From an optimization exercise on the open Yosys and OpenROAD flow, aimed at small area, a short achievable clock period and few clock cycles per item; shortcuts taken in it are not production practice.
Only simulation tests tie the RTL to the original design; equivalence was not proved.

--- flow/constraint.sdc ---
create_clock -name core_clock -period 12.0 [get_ports {clk}]
set_input_delay 2.4000 -clock core_clock [delete_from_list [all_inputs] [get_ports {clk}]]
set_output_delay 2.4000 -clock core_clock [all_outputs]
set_load 0.01 [all_outputs]
--- flow/design.v ---
module aes_sbox (input wire [7:0] a, output wire [7:0] y);
    wire T1, T2, T3, T4, T5, T6, T7, T8, T9, T10, T11, T12, T13, T14, T15, T16, T17, T18, T19, T20, T21, T22, T23, T24, T25, T26, T27, M1, M2, M3, M4, M5, M6, M7, M8, M9, M10, M11, M12, M13, M14, M15, M16, M17, M18, M19, M20, M21, M22, M23, M24, M25, M26, M27, M28, M29, M30, M31, M32, M33, M34, M35, M36, M37, M38, M39, M40, M41, M42, M43, M44, M45, M46, M47, M48, M49, M50, M51, M52, M53, M54, M55, M56, M57, M58, M59, M60, M61, M62, M63, L0, L1, L2, L3, L4, L5, L6, L7, L8, L9, L10, L11, L12, L13, L14, L15, L16, L17, L18, L19, L20, L21, L22, L23, L24, L25, L26, L27, L28, L29, S0, S1, S2, S3, S4, S5, S6, S7;
    wire U0, U1, U2, U3, U4, U5, U6, U7;
    assign U0 = a[7];
    assign U1 = a[6];
    assign U2 = a[5];
    assign U3 = a[4];
    assign U4 = a[3];
    assign U5 = a[2];
    assign U6 = a[1];
    assign U7 = a[0];
    assign T1 = U0 ^ U3;
    assign T2 = U0 ^ U5;
    assign T3 = U0 ^ U6;
    assign T4 = U3 ^ U5;
    assign T5 = U4 ^ U6;
    assign T6 = T1 ^ T5;
    assign T7 = U1 ^ U2;
    assign T8 = U7 ^ T6;
    assign T9 = U7 ^ T7;
    assign T10 = T6 ^ T7;
    assign T11 = U1 ^ U5;
    assign T12 = U2 ^ U5;
    assign T13 = T3 ^ T4;
    assign T14 = T6 ^ T11;
    assign T15 = T5 ^ T11;
    assign T16 = T5 ^ T12;
    assign T17 = T9 ^ T16;
    assign T18 = U3 ^ U7;
    assign T19 = T7 ^ T18;
    assign T20 = T1 ^ T19;
    assign T21 = U6 ^ U7;
    assign T22 = T7 ^ T21;
    assign T23 = T2 ^ T22;
    assign T24 = T2 ^ T10;
    assign T25 = T20 ^ T17;
    assign T26 = T3 ^ T16;
    assign T27 = T1 ^ T12;
    assign M1 = T13 & T6;
    assign M2 = T23 & T8;
    assign M3 = T14 ^ M1;
    assign M4 = T19 & U7;
    assign M5 = M4 ^ M1;
    assign M6 = T3 & T16;
    assign M7 = T22 & T9;
    assign M8 = T26 ^ M6;
    assign M9 = T20 & T17;
    assign M10 = M9 ^ M6;
    assign M11 = T1 & T15;
    assign M12 = T4 & T27;
    assign M13 = M12 ^ M11;
    assign M14 = T2 & T10;
    assign M15 = M14 ^ M11;
    assign M16 = M3 ^ M2;
    assign M17 = M5 ^ T24;
    assign M18 = M8 ^ M7;
    assign M19 = M10 ^ M15;
    assign M20 = M16 ^ M13;
    assign M21 = M17 ^ M15;
    assign M22 = M18 ^ M13;
    assign M23 = M19 ^ T25;
    assign M24 = M22 ^ M23;
    assign M25 = M22 & M20;
    assign M26 = M21 ^ M25;
    assign M27 = M20 ^ M21;
    assign M28 = M23 ^ M25;
    assign M29 = M28 & M27;
    assign M30 = M26 & M24;
    assign M31 = M20 & M23;
    assign M32 = M27 & M31;
    assign M33 = M27 ^ M25;
    assign M34 = M21 & M22;
    assign M35 = M24 & M34;
    assign M36 = M24 ^ M25;
    assign M37 = M21 ^ M29;
    assign M38 = M32 ^ M33;
    assign M39 = M23 ^ M30;
    assign M40 = M35 ^ M36;
    assign M41 = M38 ^ M40;
    assign M42 = M37 ^ M39;
    assign M43 = M37 ^ M38;
    assign M44 = M39 ^ M40;
    assign M45 = M42 ^ M41;
    assign M46 = M44 & T6;
    assign M47 = M40 & T8;
    assign M48 = M39 & U7;
    assign M49 = M43 & T16;
    assign M50 = M38 & T9;
    assign M51 = M37 & T17;
    assign M52 = M42 & T15;
    assign M53 = M45 & T27;
    assign M54 = M41 & T10;
    assign M55 = M44 & T13;
    assign M56 = M40 & T23;
    assign M57 = M39 & T19;
    assign M58 = M43 & T3;
    assign M59 = M38 & T22;
    assign M60 = M37 & T20;
    assign M61 = M42 & T1;
    assign M62 = M45 & T4;
    assign M63 = M41 & T2;
    assign L0 = M61 ^ M62;
    assign L1 = M50 ^ M56;
    assign L2 = M46 ^ M48;
    assign L3 = M47 ^ M55;
    assign L4 = M54 ^ M58;
    assign L5 = M49 ^ M61;
    assign L6 = M62 ^ L5;
    assign L7 = M46 ^ L3;
    assign L8 = M51 ^ M59;
    assign L9 = M52 ^ M53;
    assign L10 = M53 ^ L4;
    assign L11 = M60 ^ L2;
    assign L12 = M48 ^ M51;
    assign L13 = M50 ^ L0;
    assign L14 = M52 ^ M61;
    assign L15 = M55 ^ L1;
    assign L16 = M56 ^ L0;
    assign L17 = M57 ^ L1;
    assign L18 = M58 ^ L8;
    assign L19 = M63 ^ L4;
    assign L20 = L0 ^ L1;
    assign L21 = L1 ^ L7;
    assign L22 = L3 ^ L12;
    assign L23 = L18 ^ L2;
    assign L24 = L15 ^ L9;
    assign L25 = L6 ^ L10;
    assign L26 = L7 ^ L9;
    assign L27 = L8 ^ L10;
    assign L28 = L11 ^ L14;
    assign L29 = L11 ^ L17;
    assign S0 = L6 ^ L24;
    assign S1 = ~(L16 ^ L26);
    assign S2 = ~(L19 ^ L28);
    assign S3 = L6 ^ L21;
    assign S4 = L20 ^ L22;
    assign S5 = L25 ^ L29;
    assign S6 = ~(L13 ^ L27);
    assign S7 = ~(L6 ^ L23);
    assign y[7] = S0;
    assign y[6] = S1;
    assign y[5] = S2;
    assign y[4] = S3;
    assign y[3] = S4;
    assign y[2] = S5;
    assign y[1] = S6;
    assign y[0] = S7;
endmodule
module aes_engine (
    input  wire         clk,
    input  wire         rst,         
    input  wire         in_valid,
    output wire         in_ready,
    input  wire         aes256,      
    input  wire [255:0] key,
    input  wire [127:0] din,         
    output reg          out_valid,
    output reg  [127:0] dout         
);
    reg         busy;
    reg         mode256;
    reg         last;                
    reg         first;               
    reg  [3:0]  rnd;                 
    reg  [7:0]  rcon;
    reg  [127:0] state;
    reg  [255:0] kw;
    assign in_ready = !busy || last;
    wire [127:0] sub;
    genvar gi;
    generate
        for (gi = 0; gi < 16; gi = gi + 1) begin : g_sbox
            aes_sbox u_sbox (.a(state[127 - 8*gi -: 8]), .y(sub[127 - 8*gi -: 8]));
        end
    endgenerate
    wire [127:0] shifted;
    generate
        for (gi = 0; gi < 16; gi = gi + 1) begin : g_shift
            localparam integer R = gi % 4;
            localparam integer C = gi / 4;
            localparam integer SRC = R + 4 * ((C + R) % 4);
            assign shifted[127 - 8*gi -: 8] = sub[127 - 8*SRC -: 8];
        end
    endgenerate
    wire [127:0] mixed;
    generate
        for (gi = 0; gi < 4; gi = gi + 1) begin : g_mix
            wire [7:0] a0 = shifted[127 - 32*gi      -: 8];
            wire [7:0] a1 = shifted[127 - 32*gi -  8 -: 8];
            wire [7:0] a2 = shifted[127 - 32*gi - 16 -: 8];
            wire [7:0] a3 = shifted[127 - 32*gi - 24 -: 8];
            wire [7:0] x0 = {a0[6:0], 1'b0} ^ (a0[7] ? 8'h1b : 8'h00);
            wire [7:0] x1 = {a1[6:0], 1'b0} ^ (a1[7] ? 8'h1b : 8'h00);
            wire [7:0] x2 = {a2[6:0], 1'b0} ^ (a2[7] ? 8'h1b : 8'h00);
            wire [7:0] x3 = {a3[6:0], 1'b0} ^ (a3[7] ? 8'h1b : 8'h00);
            assign mixed[127 - 32*gi      -: 8] = x0 ^ x1 ^ a1 ^ a2 ^ a3;
            assign mixed[127 - 32*gi -  8 -: 8] = a0 ^ x1 ^ x2 ^ a2 ^ a3;
            assign mixed[127 - 32*gi - 16 -: 8] = a0 ^ a1 ^ x2 ^ x3 ^ a3;
            assign mixed[127 - 32*gi - 24 -: 8] = x0 ^ a0 ^ a1 ^ a2 ^ x3;
        end
    endgenerate
    wire [31:0] w3 = kw[31:0];
    wire [31:0] sb_out;
    generate
        for (gi = 0; gi < 4; gi = gi + 1) begin : g_ksbox
            aes_sbox u_sbox (.a(w3[31 - 8*gi -: 8]), .y(sb_out[31 - 8*gi -: 8]));
        end
    endgenerate
    wire         use_rot = !mode256 || !rnd[0];
    wire [31:0]  t       = use_rot ? ({sb_out[23:0], sb_out[31:24]} ^ {rcon, 24'h0}) : sb_out;
    wire [127:0] base    = mode256 ? kw[255:128] : kw[127:0];
    wire [31:0]  p0      = base[127:96];
    wire [31:0]  p1      = base[127:96] ^ base[95:64];
    wire [31:0]  p2      = p1 ^ base[63:32];
    wire [31:0]  p3      = p2 ^ base[31:0];
    wire [127:0] next_key = {p0 ^ t, p1 ^ t, p2 ^ t, p3 ^ t};
    wire         key_hold  = mode256 && first;
    wire [127:0] round_key = key_hold ? kw[127:0] : next_key;
    wire         take = in_valid && in_ready;
    always @(posedge clk) begin
        if (rst) begin
            busy      <= 1'b0;
            last      <= 1'b0;
            out_valid <= 1'b0;
        end else begin
            out_valid <= busy && last;
            if (take) begin
                busy  <= 1'b1;
                last  <= 1'b0;
            end else if (busy && last) begin
                busy  <= 1'b0;
                last  <= 1'b0;
            end else if (busy) begin
                last  <= (rnd == 4'd1);
            end
        end
        if (take) begin
            mode256 <= aes256;
            first   <= 1'b1;
            rnd     <= aes256 ? 4'd13 : 4'd9;
            rcon    <= 8'h01;
            state   <= din ^ key[255:128];
            kw      <= aes256 ? key : {key[255:128], key[255:128]};
        end else begin
            first   <= 1'b0;
            rnd     <= rnd - 4'd1;
            state   <= mixed ^ round_key;
            if (!key_hold) begin
                kw <= {kw[127:0], next_key};
                if (use_rot)
                    rcon <= {rcon[6:0], 1'b0} ^ (rcon[7] ? 8'h1b : 8'h00);
            end
        end
        if (busy && last)
            dout <= shifted ^ round_key;
    end
endmodule
--- flow/run.sh ---
#!/bin/bash
# synth_recipe.tcl (not shown) runs the flow's synth.tcl, then flattens the netlist and writes it again
# the make line also repeats each setting of config.mk as NAME=value (left out here)
make -C /OpenROAD-flow-scripts/flow DESIGN_CONFIG=/design/flow/config.mk WORK_HOME=/design/flow/orfs CLKGATE_MAP_FILE= SYNTH_SCRIPT=/design/flow/synth_recipe.tcl finish
--- flow/config.mk ---
export PLATFORM = sky130hd
export DESIGN_NAME = aes_engine
export DESIGN_NICKNAME = aes_engine
export VERILOG_FILES = /design/flow/design.v
export SDC_FILE = /design/flow/constraint.sdc
export NUM_CORES = 4
export LEC_CHECK = 0
export CAP_MARGIN = 20
export CELL_PAD_IN_SITES_DETAIL_PLACEMENT = 1
export CELL_PAD_IN_SITES_GLOBAL_PLACEMENT = 2
export CORE_MARGIN = 2
export CORE_UTILIZATION = 30
export SLEW_MARGIN = 20
==> flow_summary.json <==
{
  "status": "finished clean",
  "rows": 183,
  "synthToLayoutAreaGrowth_pct": 15.58,
  "core_um2": 248900,
  "drive_above_1_share": 0.06470,
  "multiInputGateArea_um2": 58340,
  "synth_area_leaders": "edfxtp_1, xnor2_1, xor2_1",
  "syn-instance-count": 9163,
  "synth_seq_cells": 529,
  "die_h_um": 504.6,
  "initial_core_util": 0.3020,
  "synth_enable_flop_cells": 385,
  "grt_pass1_vias": 73380,
  "netlist_area_um2": 75170,
  "avgSynthCellArea_um2": 8.204,
  "finalSetupTns_ps": 0,
  "pre_cts_ws_ps": 3140,
  "cts_tree": "built",
  "cap_violations": 0,
  "fmax_ghz": 0.1094,
  "dr_total_vias": 74316,
  "htree_levels": 3,
  "path_buf_inv": 1,
  "root_buffer": "clkbuf_16",
  "track_usage": 0.3117,
  "clock_sinks": 529,
  "post_cts_buffers": 0,
  "insertion_delay_ps": 760,
  "viasPerCell": 5.814,
  "end_kind": "flip-flop",
  "synth_top_area_cell": "edfxtp_1",
  "setup_ws_ps": 2863,
  "ctsHoldBuffers": 0,
  "dieArea_um2": 254600,
  "path_clk_slew_ps": 60,
  "drc": 0,
  "crit_arrival_ps": 9690,
  "synth.most_common_cell": "xnor2_1",
  "finClkSkew_ps": 62.21,
  "antenna_found_initial": 25,
  "worstHoldPathType": "reg2reg",
  "path_class": "reg2reg",
  "synthesis.nets": 9593,
  "path_cells": "xnor3_1 > xor2_1 > xnor2_1 > inv_1 > ha_1 > xnor3_1 > xnor3_1 > xnor3_1 > mux2i_1 > a21oi_1 > a311oi_1 > xor2_1 > xnor3_1 > a311oi_1 > nand3_1 > o21ai_0 > xor2_1 > o21ai_1",
  "cts_made_buffers": 78,
  "critPathLaunchType": "flip-flop",
  "synth_top_area_frac": 0.1538,
  "drtIter0Drc": 6656,
  "fin_nets": 9808,
  "crit_top_cell": "xnor3_1",
  "maxSlewHeadroom": 0.1706,
  "crit_family": "XOR/XNOR gates",
  "timing.hold.ws_ps": 482.4,
  "ios": 518,
  "first_pass_iters": 6,
  "critPathRequiredTime_ps": 12550,
  "die_w_um": 504.6,
  "globalRouteMet1Util": 0.4320,
  "wl_per_cell_um": 32.41,
  "ys.warnings.count": 1,
  "finalHoldViolCount": 0,
  "finalCritPeriodShare": 0.7614,
  "routed_wl_mm": 414.2,
  "final_core_util": 0.3491,
  "place.detailed.hpwl_mm": 332.2,
  "ant_nets": 0,
  "place_congestion": 0.9228,
  "fillers": 29226,
  "cts-resized-gates": 0,
  "slowest_stage": "edfxtp_1",
  "yosysUniqueCellTypes": 107,
  "grt_overflow_total": 0,
  "grt_pass1_wl_mm": 577.8,
  "top_usage_layer": "met2",
  "grt_use_met3": 0.03498,
  "rsz0062_at_grt": "false",
  "critPathMaxStageDelay_ps": 760,
  "seqCellArea_um2": 14450,
  "synthFlopType": "edfxtp_1",
  "clockBufferDepth": 3,
  "portBuffers": 517,
  "cp_max_fo": 15,
  "grt_max_degree": 125,
  "synth_seq_area_share": 0.1921,
  "synth_common_cells": "xnor2_1, nand2_1, nor2_1, xor2_1, a21oi_1",
  "gr-usage-met2": 0.4910,
  "period_minus_slack_ps": 9137,
  "drv_slew": 0,
  "ys_async_sr_fraction": 0,
  "setup_viol": 0,
  "worst_pin_slew_ps": 1240
}
path summary, 6_finish.rpt:
path         slack (ps)  cells past startpoint     from          to
min reg2reg         480                      2  rcon[5]     rcon[6]
max reg2reg        2860                     18   kw[15]  state[106]
max                2860                     18   kw[15]  state[106]
min                 480                      2  rcon[5]     rcon[6]
flip-flops by register name, summed over array words and instances (netlist names):
| signal | count |
|---|---|
| busy | 1 |
| dout | 128 |
| first | 1 |
| kw | 256 |
| last | 1 |
| mode256 | 1 |
| out_valid | 1 |
| rcon | 8 |
| rnd | 4 |
| state | 128 |
cells in the final DEF, fill, tap and decap left out, drive strengths merged, types with 151 or more instances in the layout:
cell type,netlist,final
a211oi,151,151
a21oi,630,630
buf,129,221
clkdlybuf4s50,0,516
edfxtp,385,385
mux2i,322,322
nand2,1073,1073
nand3,209,209
nor2,694,694
nor3,194,194
o21ai,526,526
xnor2,1332,1332
xnor3,258,258
xor2,691,691
layout make-up:
cell class              instances  share of cell area
clock buffers                 104             0.02539
multi-input cells            7931              0.6715
clock inverters                42            0.005055
well taps                    3330             0.04796
inverters                     101            0.004464
flip-flops and latches        529              0.1663
diodes                          8           0.0002304
repair buffers                737             0.07915
worst reg2reg max path: cells and delay by family, from the launching register on:
family | cells | cell delay, ps
multiplexers | 1 | 170
adder cells (fa/ha/maj) | 1 | 300
AND/OR/NAND/NOR | 1 | 710
AO/OA/AOI/OAI | 5 | 2600
XOR/XNOR | 9 | 4260
buffers and inverters | 1 | 130
flip-flops | 1 | 760
routing by layer:
layer	wire, um	part of all wire	up-vias
met2	185100	0.45	2422
met3	22460	0.054	407
met1	187500	0.45	37986
met4	19090	0.046	10
li1	-	-	33491
met5	62	0.00015	-
stage by stage:
| step | instance area, um2 | std cells |
|---|---|---|
| CTS | 86830 | 12773 |
| finish | 86880 | 12782 |
| global route | 86870 | 12777 |
| detailed placement | 84180 | 12627 |
| global placement | 84120 | 12624 |
| floorplan | 75170 | 9163 |
logic make-up after synthesis:
family | synth area share
AOI/OAI and AO/OA | 0.2150
xor gates and xnor gates | 0.3323
adders and majority gates | 0.008854
buffers and inverters | 0.03670
DFF | 0.1921
muxes | 0.04998
and+or+nand+nor | 0.1650
Testbench counts, summed over its fixed seeds: cycles 24,752, items 2,048.

what the ideal ports hide:
Ports are ideal in the flow. The routed layout listed here was re-timed in OpenROAD. Step 1 sets driving cells, clkbuf_16 on the clock port and buf_2 on the other inputs (assumed; they add their load-dependent delay and slew). Step 2 moves the port delays by t, midway between the first and last clock arrival at a register: inputs arrive t later, outputs are due t later. That takes back most of the time a late clock gives input paths. Three values: no drivers, after step 1, after step 2; two values: the first two.
shift t [ns]: 0.819
setup WS [ns]: 2.863 / 2.863 / 2.863
hold WS [ns]: 0.482 / 0.482 / 0.482
worst setup path after step 2: register to register
clock arrival spread, ns: 0.063 / 0.064
After both steps this run still meets setup and hold. For this run, drivers alone change the setup slack by 0.000 ns; drivers and shift together by 0.000 ns.
